This design comes from an exercise in tuning for small area on the open sky130 flow, not from production work.
Only simulation tests tie the RTL to the original design; equivalence was not proved.

==> flow/design.v (outline; a module is shown in full before it is edited, if it fits) <==
// module flivin_mdu: 1925 lines
// module mdu_fa: 4 lines
// module mdu_ha: 4 lines
module flivin_mdu (
    input  wire        clk,
    input  wire        rst,       
    input  wire        issue,
    input  wire [5:0]  fn,
    input  wire        ct,
    input  wire [1:0]  acn,
    input  wire [5:0]  imm,       
    input  wire [31:0] opa,       
    input  wire [31:0] opb,       
    input  wire [31:0] opc,       
    input  wire        acsat,     
    output wire        busy,
    output reg         done,
    output reg         wb_lo,
    output reg         wb_hi,
    output reg  [31:0] res_lo,
    output reg  [31:0] res_hi
);
  // ...
==> flow/flow/run.sh <==
#!/bin/bash
# Layout flow: the standard ORFS flow, with the port buffers made of the
# smallest buffer cell instead of the delay buffer buffer_ports picks, and a
# clock tree of clkbuf_8 cells without dummy loads.
set -euo pipefail
export BUFFER_PORTS_ARGS="-buffer_cell sky130_fd_sc_hd__buf_1"
export CTS_ARGS="-sink_clustering_enable -repair_clock_nets -dont_use_dummy_load -buf_list sky130_fd_sc_hd__clkbuf_8"
bash standard.sh finish > standard_flow.log 2>&1
==> flow/standard.sh <==
#!/bin/bash
# synth_recipe.tcl (not shown) runs the flow's synth.tcl, then flattens the netlist and writes it again
# the make line also repeats each setting of config.mk as NAME=value (left out here)
make -C /OpenROAD-flow-scripts/flow DESIGN_CONFIG=/design/flow/config.mk WORK_HOME=/design/flow/orfs CLKGATE_MAP_FILE= SYNTH_SCRIPT=/design/flow/synth_recipe.tcl "${@:-finish}"
==> flow/config.mk <==
export PLATFORM = sky130hd
export DESIGN_NAME = flivin_mdu
export DESIGN_NICKNAME = flivin_mdu
export VERILOG_FILES = /design/flow/design.v
export SDC_FILE = /design/flow/constraint.sdc
export NUM_CORES = 4
export LEC_CHECK = 0
export ABC_AREA = 1
export CAP_MARGIN = 20
export CORE_MARGIN = 2
export CORE_UTILIZATION = 62
export SETUP_SLACK_MARGIN = 0.3
export SLEW_MARGIN = 20
export SYNTH_HIERARCHICAL = 1
export SYNTH_MINIMUM_KEEP_SIZE = 0
==> flow/constraint.sdc <==
create_clock -name core_clock -period 16.0 [get_ports {clk}]
set_input_delay 3.2000 -clock core_clock [delete_from_list [all_inputs] [get_ports {clk}]]
set_output_delay 3.2000 -clock core_clock [all_outputs]
set_load 0.01 [all_outputs]
==> reports/metrics.yaml, run 1 <==
stdcell_area_mm2: 0.0428
post_cts_resized: 0
synth_nets: 5324
worstMarginPinSlew_ns: 1.54
grt_max_degree: 73
so_faults: "max-capacitance violations, max-slew violations"
cts_sinks: 400
status: "finished with violations"
syn_to_final_growth_pct: 6.39
ant_nets: 0
async_flop_share_pct: 0
grt_usage_pct: 53.0
core_area_mm2: 0.0643
crit_path_max_incr_delay_ns: 0.70
cp.depth: 45
via_per_inst: 6.94
grt_use_met2_pct: 69.9
drv_slew: 4
whs_ns: 0.481
synth_top_flop_cell: "edfxtp_1"
synth_compound_area_share_pct: 14.5
seq_area_share_pct: 27.0
rsz0062_at_grt: "false"
r2r_start: "p1"
synth_seq_cells: 400
dp_slack_ns: 1.14
synthMuxAreaShare_pct: 0.149
maxCapViolCount: 1
crit_top_cell: "nand2_1"
cp_num_buf_inv: 8
final.setup.tns_ns: 0
==> run 2: changes to the inputs <==
--- a/flow/config.mk
+++ b/flow/config.mk
@@ -6,10 +6,10 @@
 export NUM_CORES = 4
 export LEC_CHECK = 0
 export ABC_AREA = 1
-export CAP_MARGIN = 20
+export CAP_MARGIN = 40
 export CORE_MARGIN = 2
 export CORE_UTILIZATION = 62
 export SETUP_SLACK_MARGIN = 0.3
-export SLEW_MARGIN = 20
+export SLEW_MARGIN = 40
 export SYNTH_HIERARCHICAL = 1
 export SYNTH_MINIMUM_KEEP_SIZE = 0
==> reports/metrics.yaml, run 2 <==
status: "complete, no violations"  # was finished with violations
crit_top_cell: "nand2_1"  # unchanged
synth.most_common_cell: "nand2_1"  # unchanged
synthDistinctLibCells: 62  # unchanged
htreeDepth: 3  # unchanged
async_flop_share_pct: 0  # unchanged
synth-simple-area-share_pct: 19.5  # unchanged
antenna_found_initial: 8  # unchanged
netlist.area_leader.share_pct: 26.4  # unchanged
hp-start: "cnt[2]"  # unchanged
crit_family: "adder cells"  # unchanged
critPathLaunch: "fn[3]"  # was fn[4]
final.setup.tns_ns: 0  # unchanged
syn-cell-area_mm2: 0.0402  # unchanged
rsz0062_at_grt: "false"  # unchanged
hp-class: "reg2reg"  # unchanged
synth_seq_area_share_pct: 28.7  # unchanged
ant_nets: 0  # unchanged
critPathKind: "in2reg"  # unchanged
setup_viol: 0  # unchanged
synth_top_flop_cell: "edfxtp_1"  # unchanged
synth_compound_area_share_pct: 14.5  # unchanged
grt_pass1_vias: 35900  # about the same
synth_top_family_by_area: "adder cells"  # unchanged
syn_to_final_growth_pct: 7.02  # was 6.39%
drc_errors: 0  # unchanged
place_congestion: 1.11  # unchanged
worst_path_max_delay_cell: "fa_1"  # was a21oi_1
arrival_ns: 15.23  # was 15.20 ns
fillers: 5390  # was 5523
cp_num_buf_inv: 8  # unchanged
die_h_um: 259  # unchanged
yosysWarnings: 7  # unchanged
post_cts_resized: 0  # unchanged
cp_max_fo: 43  # unchanged
post_cts_buffers: 0  # unchanged
synthAdderAreaFrac_pct: 22.3  # unchanged
hold_buffers: 0  # unchanged
postSynthAreaPerCell_um2: 8.52  # unchanged
clk_pin_slew_ns: 0.07  # was 0.06 ns
hold_viol: 0  # unchanged
synth_seq_cells: 400  # unchanged
grt_pass1_wl_um: 251000  # about the same
row_count: 93  # unchanged
routedWlPerCell_um: 31.7  # about the same
synth_area_leaders: "edfxtp_1 (26%), fa_1 (19%), nand2_1 (9.3%), xor2_1 (6.8%), o22ai_1 (4.2%)"  # unchanged
layout_commonest_cell: "nand2_1"  # unchanged
cts_buffers: 69  # was 67
synth_nets: 5324  # unchanged
dp_hpwl_um: 139000  # about the same
synthMuxAreaShare_pct: 0.149  # unchanged
clockRootBuffer: "clkbuf_8"  # unchanged
drt_iter0_markers: 7431  # was 7104
cts_tree: "built"  # unchanged
wl_um: 180000  # about the same
layout_common_cells: "nand2_1 (990), fa_1 (383), inv_1 (363)"  # was nand2_1 (991), fa_1 (383), inv_1 (365)
insertion_delay_ns: 0.70  # was 0.69 ns
io_pins: 183  # unchanged
fmax_mhz: 66.9  # was 67.1 MHz
synth-edff-count: 354  # unchanged
via_per_inst: 6.97  # was 6.94
maxCapViolCount: 0  # was 1
grt_usage_pct: 53.1  # was 53.0%
layout_min_cycle_time_ns: 14.95  # was 14.91 ns
chipWidth_um: 259  # unchanged
first_pass_iters: 11  # was 10
r2r_start: "p1"  # unchanged
critPathLaunchType: "primary input"  # unchanged
drv_slew: 0  # was 4
num_vias: 39600  # was 39400
synth_cells: 4722  # unchanged
crit_path_max_incr_delay_ns: 0.68  # was 0.70 ns
worstMarginPinSlew_ns: 1.03  # was 1.54 ns
io_buffers: 181  # unchanged
fin_crit_sh_pct: 93.5  # was 93.2%
cts_sinks: 400  # unchanged
drive_gt1_share_pct: 7.62  # was 6.96%
cp.required_ns: 16.27  # was 16.29 ns
nets: 5423  # was 5416
core_area_mm2: 0.0643  # unchanged
synth-xor-area-share_pct: 7.71  # unchanged
synth_top_cell_by_area: "edfxtp_1"  # unchanged
clockBufferDepth: 3  # unchanged
die_area_mm2: 0.0669  # unchanged
end_kind: "flip-flop"  # unchanged
grt_max_degree: 73  # unchanged
maxSlewHeadroom_pct: 31.1  # was -2.99%
initial_core_util_pct: 62.5  # unchanged
synthTopCellsByCount: "nand2_1 (993), fa_1 (383), inv_1 (367)"  # unchanged
grt_remaining_overflow: 0  # unchanged
skew_ns: 0.112  # was 0.0914 ns
## run 2: layout make-up
class | count | area [um^2] | share of cell area (%)
antenna | 11 | 27.5 | 0.0640
clock buffer | 69 | 950 | 2.21
inverter | 396 | 1500 | 3.48
multi-input combinational | 3625 | 26100 | 60.5
sequential | 400 | 11600 | 26.8
tap | 855 | 1070 | 2.49
timing repair buffer | 329 | 1880 | 4.38
## run 2: cells by family after synthesis
kind of cell,after synthesis
AND/OR/NAND/NOR,1828
AO/OA/AOI/OAI,950
buffers and inverters,697
adder cells (fa/ha/maj),487
flip-flops,400
XOR/XNOR,354
multiplexers,6
## run 2: final timing paths
kind	end	slack, ns	cells after the start
setup / recovery	acc1[50]	1.05	45
hold / removal	done	0.49	1
setup reg to reg	acc1[50]	2.64	42
hold reg to reg	done	0.49	1
## run 2: metal layers
metal,GRT usage (%),share of wire [%]
met1,69.1,35
met2,71.0,39
met3,27.9,19
met4,28.1,7.3
met5,0.783,0.15
## run 2: metrics by stage
stage	hold WS, ns	setup slack, ns	cells	area [um^2]	util, %
finish	0.488	1.05	5685	43000	66.9
global route	0.500	0.690	5674	43000	66.8
CTS	0.482	1.74	5674	43000	66.8
global placement	0.514	1.32	5600	41800	65.0
floorplan	0.471	2.34	4722	40200	-
detailed placement	0.517	1.17	5605	42000	65.3
## run 2: per-module statistics from Yosys, one instance, submodules excluded
module / copies in the design / cells / area (um^2) / flops+latches
flivin_mdu: 1 / 4270 / 31700 / 400
mdu_fa: 383 / 1 / 20.0 / 0
mdu_ha: 69 / 1 / 12.5 / 0
==> run 3: changes to the inputs <==
==> flow/flow/run.sh (replaced) <==
#!/bin/bash
# Layout flow: the standard ORFS flow, with the port buffers made of the
# smallest buffer cell instead of the delay buffer buffer_ports picks.
set -euo pipefail
export BUFFER_PORTS_ARGS="-buffer_cell sky130_fd_sc_hd__buf_1"
bash standard.sh finish > standard_flow.log 2>&1
--- a/flow/config.mk
+++ b/flow/config.mk
@@ -6,10 +6,10 @@
 export NUM_CORES = 4
 export LEC_CHECK = 0
 export ABC_AREA = 1
-export CAP_MARGIN = 40
+export CAP_MARGIN = 20
 export CORE_MARGIN = 2
 export CORE_UTILIZATION = 62
 export SETUP_SLACK_MARGIN = 0.3
-export SLEW_MARGIN = 40
+export SLEW_MARGIN = 20
 export SYNTH_HIERARCHICAL = 1
 export SYNTH_MINIMUM_KEEP_SIZE = 0
==> reports/metrics.yaml, run 3 <==
place_congestion: 1.11  # unchanged
rsz0062_at_grt: "false"  # unchanged
arrival_ns: 15.28  # was 15.23 ns
end_kind: "flip-flop"  # unchanged
cp.required_ns: 16.30  # was 16.27 ns
die_area_mm2: 0.0669  # unchanged
synth_nets: 5324  # unchanged
hold_viol: 0  # unchanged
synth_seq_cells: 400  # unchanged
synth_seq_area_share_pct: 28.7  # unchanged
crit_top_cell: "nand2_1"  # unchanged
crit_family: "simple AND/OR/NAND/NOR gates"  # was adder cells
cp_max_fo: 43  # unchanged
row_count: 93  # unchanged
num_vias: 39300  # was 39600
htreeDepth: 2  # was 3
post_cts_resized: 0  # unchanged
synthTopCellsByCount: "nand2_1 (993), fa_1 (383), inv_1 (367)"  # unchanged
via_per_inst: 6.90  # was 6.97
fmax_mhz: 66.7  # was 66.9 MHz
drc_errors: 0  # unchanged
drv_slew: 0  # unchanged
fin_crit_sh_pct: 93.6  # was 93.5%
post_cts_buffers: 0  # unchanged
drive_gt1_share_pct: 6.86  # was 7.62%
clk_pin_slew_ns: 0.06  # was 0.07 ns
io_pins: 183  # unchanged
skew_ns: 0.0545  # was 0.112 ns
synth_cells: 4722  # unchanged
syn-cell-area_mm2: 0.0402  # unchanged
synth.most_common_cell: "nand2_1"  # unchanged
grt_remaining_overflow: 0  # unchanged
hp-class: "reg2reg"  # unchanged
dp_hpwl_um: 139000  # about the same
layout_setup_ws_ns: 1.02  # was 1.05 ns
syn_to_final_growth_pct: 7.57  # was 7.02%
cp_num_buf_inv: 7  # was 8
placedInstanceArea_mm2: 0.0418  # was 0.0420 mm^2
synth_area_leaders: "edfxtp_1 (26%), fa_1 (19%), nand2_1 (9.3%), xor2_1 (6.8%), o22ai_1 (4.2%)"  # unchanged
yosysWarnings: 7  # unchanged
clockRootBuffer: "clkbuf_16"  # was clkbuf_8
dp_cells: 5600  # was 5605
drt_iter0_markers: 7150  # was 7431
critPathKind: "in2reg"  # unchanged
clockBufferDepth: 3  # unchanged
routedWlPerCell_um: 31.6  # was 31.7 um
worstMarginPinSlew_ns: 1.37  # was 1.03 ns
maxCapViolCount: 0  # unchanged
grt_max_degree: 73  # unchanged
synth_top_flop_cell: "edfxtp_1"  # unchanged
status: "complete, no violations"  # unchanged
dp_slack_ns: 1.14  # was 1.17 ns
die_h_um: 259  # unchanged
async_flop_share_pct: 0  # unchanged
grt_pass1_vias: 35900  # about the same
hold_buffers: 0  # unchanged
stdcell_area_mm2: 0.0433  # was 0.0430 mm^2
synth_top_cell_by_area: "edfxtp_1"  # unchanged
chipWidth_um: 259  # unchanged
nets: 5394  # was 5423
io_buffers: 181  # unchanged
core_area_mm2: 0.0643  # unchanged
synth-edff-count: 354  # unchanged
insertion_delay_ns: 0.64  # was 0.70 ns
antenna_found_initial: 15  # was 8
first_pass_iters: 9  # was 11
layout_common_cells: "nand2_1 (991), fa_1 (383), inv_1 (365)"  # was nand2_1 (990), fa_1 (383), inv_1 (363)
final.setup.tns_ns: 0  # unchanged
grt_pass1_wl_um: 251000  # about the same
synthDistinctLibCells: 62  # unchanged
setup_viol: 0  # unchanged
netlist.area_leader.share_pct: 26.4  # unchanged
cts_sinks: 400  # unchanged
maxSlewHeadroom_pct: 8.73  # was 31.1%
layout_min_cycle_time_ns: 14.98  # was 14.95 ns
ant_nets: 0  # unchanged
crit_path_max_incr_delay_ns: 0.72  # was 0.68 ns
whs_ns: 0.546  # was 0.488 ns
critPathLaunchType: "primary input"  # unchanged
cts_tree: "built"  # unchanged
postSynthAreaPerCell_um2: 8.52  # unchanged
wl_um: 180000  # about the same
initial_core_util_pct: 62.5  # unchanged
worst_path_max_delay_cell: "a21oi_1"  # was fa_1
cts_buffers: 44  # was 69
final_cells: 5687  # was 5685
grt_usage_pct: 53.0  # was 53.1%
layout_commonest_cell: "nand2_1"  # unchanged
==> run 3: cell counts after synthesis <==
Identical to the previous run, type by type.
==> run 3: cell families (layout without fill, tap and decap cells) <==
kind of cell    after synthesis  after routing  share of synthesized area (%)
flops                       400            400                           28.7
compound gates              950            950                           14.5
simple gates               1828           1828                           19.5
fa+ha+maj                   487            487                           22.3
xor+xnor                    354            354                           7.71
other cells                   0              4                              0
mux                           6              6                          0.149
buf+inv                     697            803                           7.16
==> run 3: per-layer routing <==
| metal | track usage, % | vias up | share of wire (%) |
|---|---|---|---|
| met5 | 0.926 | - | 0.14 |
| met4 | 29.7 | 18 | 7.6 |
| met3 | 26.8 | 770 | 19 |
| met2 | 70.3 | 3664 | 38 |
| met1 | 69.7 | 18600 | 35 |
| li1 | - | 16200 | - |
==> run 3: area by class of cell <==
class / count / area (um^2)
Clock inverter: 28 / 269
Inverter: 396 / 1500
Fill cell: 5454 / 21100
Sequential cell: 400 / 11600
Clock buffer: 54 / 1140
Tap cell: 855 / 1070
Multi-Input combinational cell: 3625 / 25900
Timing Repair Buffer: 325 / 1800
Antenna cell: 4 / 10.0
==> run 3: worst paths after layout <==
check / from / to / slack, ns / cells after the start
hold reg to reg: cnt[2] / done / 0.55 / 1
setup reg to reg: p1 / acc2[50] / 2.80 / 43
setup / recovery: fn[4] / acc2[50] / 1.02 / 45
hold / removal: cnt[2] / done / 0.55 / 1
==> run 3: metrics by stage <==
stage / utilization (%)
5_1_grt: 67.2
3_5_place_dp: 65.0
3_3_place_gp: 65.0
2_1_floorplan: -
4_1_cts: 67.2
6_report: 67.2
==> run 3: per-module statistics from Yosys (local to each module, per instance) <==
module | cell area (um^2) | times used | flops+latches | cells inside
flivin_mdu | 31700 | 1 | 400 | 4270
mdu_fa | 20.0 | 383 | 0 | 1
mdu_ha | 12.5 | 69 | 0 | 1
==> run 3: worst reg2reg max path: cells and delay by family (launching register included) <==
kind / cells / cell delay, ns
simple gates: 19 / 3.71
fa+ha+maj: 12 / 5.34
compound gates: 6 / 1.32
xor+xnor: 1 / 0.53
buf+inv: 5 / 1.16
flops: 1 / 0.83

## separate check: timing with driven ports
How much do the figures lean on ideal ports? The routed layouts below were timed once more, with nothing changed but the port constraints.
Step 1, drivers: a clkbuf_16 drives clk and a buf_2 each remaining input, both assumed.
Step 2 moves the port delays by t, midway between the first and last clock arrival at a register: inputs arrive t later, outputs are due t later. That takes back most of the time a late clock gives input paths.
a / b / c = ideal ports / drivers / drivers and shift; a / b = the first two.
run | t (ns) | slack for setup (ns) | slew at the worst register clock pin (ns) | worst slew at a driven data input, ns
run 1 | 0.701 | 1.091 / 1.014 / 0.313 | 0.08 / 0.08 | 0.13
run 2 | 0.706 | 1.046 / 1.068 / 0.362 | 0.08 / 0.08 | 0.12
run 3 | 0.679 | 1.017 / 0.958 / 0.279 | 0.07 / 0.07 | 0.12
For run 1, which loses most, drivers alone change the setup slack by -0.077 ns; drivers and shift together by -0.778 ns.
